From an optimization exercise on the open Yosys and OpenROAD flow, aimed at small area, a short achievable clock period and few clock cycles per item; shortcuts taken in it are not production practice.
In this exercise RTL edits were held to simulation tests only and were not proved equivalent to the original.
Power and IR drop assume default switching activity.

// cmp_coder
module cmp_coder (
    input  wire        clk,
    input  wire        rst,
    input  wire        start,
    input  wire        cfg_cfa,
    input  wire [1:0]  cfg_depth,
    input  wire [14:0] cfg_height,
    output wire        busy,
    input  wire        in_valid,
    input  wire [15:0] in_data,
    output wire        in_ready,
    output wire        out_valid,
    output wire [31:0] out_data,
    input  wire        out_ready,
    output wire        blk_valid,
    output wire [18:0] blk_len,
    output wire [7:0]  blk_chk,
    output wire        blk_raw,
    output wire        blk_last
);
For scale: roughly 7,100 cells after synthesis, about 100 I/O pins, ~130,000 um^2 of cells after synthesis.
Settings: LEC_CHECK=0, CAP_MARGIN=20, CORE_MARGIN=2, CORE_UTILIZATION=65, CTS_BUF_LIST=sky130_fd_sc_hd__clkbuf_16, CTS_CLUSTER_DIAMETER=100, CTS_CLUSTER_SIZE=25, SLEW_MARGIN=20; clock period 11.0 ns.
standard.sh (not shown) runs the stock make flow with config.mk's settings and CLKGATE_MAP_FILE= SYNTH_SCRIPT=/design/flow/synth_recipe.tcl, a recipe that flattens the netlist after the stock synthesis.
==> flow/flow/run.sh <==
#!/bin/bash
set -o pipefail
bash standard.sh SETUP_SLACK_MARGIN=7.45 finish > standard_flow.log 2>&1
The first run finished with timing, DRC and antenna clean.
Testbench counts at the start, summed over its fixed seeds: cycles 80,840, pixels 80,512.
Edit:
--- a/flow/design.v
+++ b/flow/design.v
@@ -189,30 +189,44 @@
                      (depth == 2'd2) ? 23'd256 : 23'd1024;
     reg [22:0] ar;
     reg [5:0]  nr;
     reg [16:0] mu;
     reg [4:0]  ctxu;
     reg        beu, feu, vu;
     wire [22:0] a_sum = ar + {6'd0, mu};
     wire        n_wrap = (nr == 6'd63);
     wire [22:0] a_upd = n_wrap ? (a_sum >> 1) : a_sum;
     wire [5:0]  n_upd = n_wrap ? 6'd32 : nr + 6'd1;
     wire fwd = vu && (ctxu == ctx4);
+    reg  [22:0] rd_a;
+    reg  [5:0]  rd_n;
+    reg         rd_ok;
+    always @(*) begin
+        rd_a  = 23'd0;
+        rd_n  = 6'd0;
+        rd_ok = 1'b0;
+        for (i = 0; i < 32; i = i + 1)
+            if (ctx4 == i && ctx_ok[i]) begin
+                rd_a  = rd_a | ctx_a[i];
+                rd_n  = rd_n | ctx_n[i];
+                rd_ok = 1'b1;
+            end
+    end
     always @(posedge clk) begin
         if (adv) begin
             if (fwd) begin
                 ar <= a_upd;
                 nr <= n_upd;
-            end else if (ctx_ok[ctx4]) begin
-                ar <= ctx_a[ctx4];
-                nr <= ctx_n[ctx4];
+            end else if (rd_ok) begin
+                ar <= rd_a;
+                nr <= rd_n;
             end else begin
                 ar <= a0;
                 nr <= 6'd1;
             end
             mu   <= m4;
             ctxu <= ctx4;
             beu  <= be4;
             feu  <= fe4;
         end
         if (rst)
             vu <= 1'b0;
@@ -327,31 +341,29 @@
     wire        pop      = ov_r & out_ready;
     wire        lastpop  = pop & cl & (cw == 2'd1);
     wire [6:0]  fill_nx  = pop ? fill_add - 7'd32 : fill_add;
     wire        place_be = place & bep;
     wire        cl_nx    = place_be | (cl & ~lastpop);
     reg [7:0] crc_w;
     always @(*) begin
         crc_w = crc;
         for (j = 31; j >= 0; j = j - 1)
             crc_w = {crc_w[6:0], 1'b0} ^ ((crc_w[7] ^ acc[64 + j]) ? 8'h07 : 8'h00);
     end
-    reg  [10:0] raw_full, raw_last;
-    reg  [5:0]  lines_last;
-    always @(posedge clk) begin
-        lines_last <= {1'b0, hm1[4:0]} + 6'd1;
-        raw_full   <= {bits, 6'd0};
-        raw_last   <= {1'b0, lines_last, 4'd0} + {3'd0, lines_last, 2'd0} +
-                      (depth[0] ? {3'd0, lines_last, 2'd0} : 11'd0) +
-                      (depth[1] ? {2'd0, lines_last, 3'd0} : 11'd0);
-    end
+    wire [5:0]  lines_last = {1'b0, hm1[4:0]} + 6'd1;
+    reg  [10:0] raw_last;
+    always @(posedge clk)
+        raw_last <= {1'b0, lines_last, 4'd0} + {3'd0, lines_last, 2'd0} +
+                    (depth[0] ? {3'd0, lines_last, 2'd0} : 11'd0) +
+                    (depth[1] ? {2'd0, lines_last, 3'd0} : 11'd0);
+    wire [10:0] raw_full   = {bits, 6'd0};
     wire [10:0] raw_nx = fep ? raw_last : raw_full;
     wire        nbe = adv ? (bec & vc) : (bep & vp_ok);
     always @(posedge clk) begin
         if (idle_r)
             acc <= 96'd0;
         else
             acc <= pop ? {acc_or[63:0], 32'd0} : acc_or;
         out_r <= pop ? acc_or[63:32] : acc_or[95:64];
         if (place_be) begin
             raww  <= raw_nx;
             clast <= fep;
Fmax came out lower by 0.79%.
Design area came out lower by 0.59%.
Via count came out higher by 8.2%.
Total power came out lower by 2.1%.
Clock skew came out lower by 0.0091 ns.
Routed wire length came out higher by 14%.
Testbench counts after the change, summed over its fixed seeds: cycles 80,840, pixels 80,512.

## separate check: timing with driven ports
The flow's constraints put no driver on any port. The routed layouts listed below were extracted and timed again, unchanged, in two steps. Step 1, drivers: a clkbuf_16 drives clk and a buf_2 each remaining input, both assumed. Step 2 adds t to the input delays and takes it off the output delays; t is the mean of the earliest and latest rising clock arrival at the registers after step 1. Input paths then give back, and output paths get back, about the clock's delay inside the block. a / b / c = ideal / step 1 / step 2; a / b = the first two.
run	shift t [ns]	setup slack, ns	hold slack, ns	slew at the worst register clock pin (ns)	pins driven straight from the clock port
the first run	0.938	7.290 / 7.290 / 6.716	0.350 / 0.350 / 0.350	0.11 / 0.11	1
the second run	0.955	7.260 / 7.260 / 6.647	0.360 / 0.360 / 0.360	0.11 / 0.11	1
After both steps setup and hold are still met in every run listed. For the second run, which loses most, drivers alone change the setup slack by 0.000 ns; drivers and shift together by -0.613 ns.
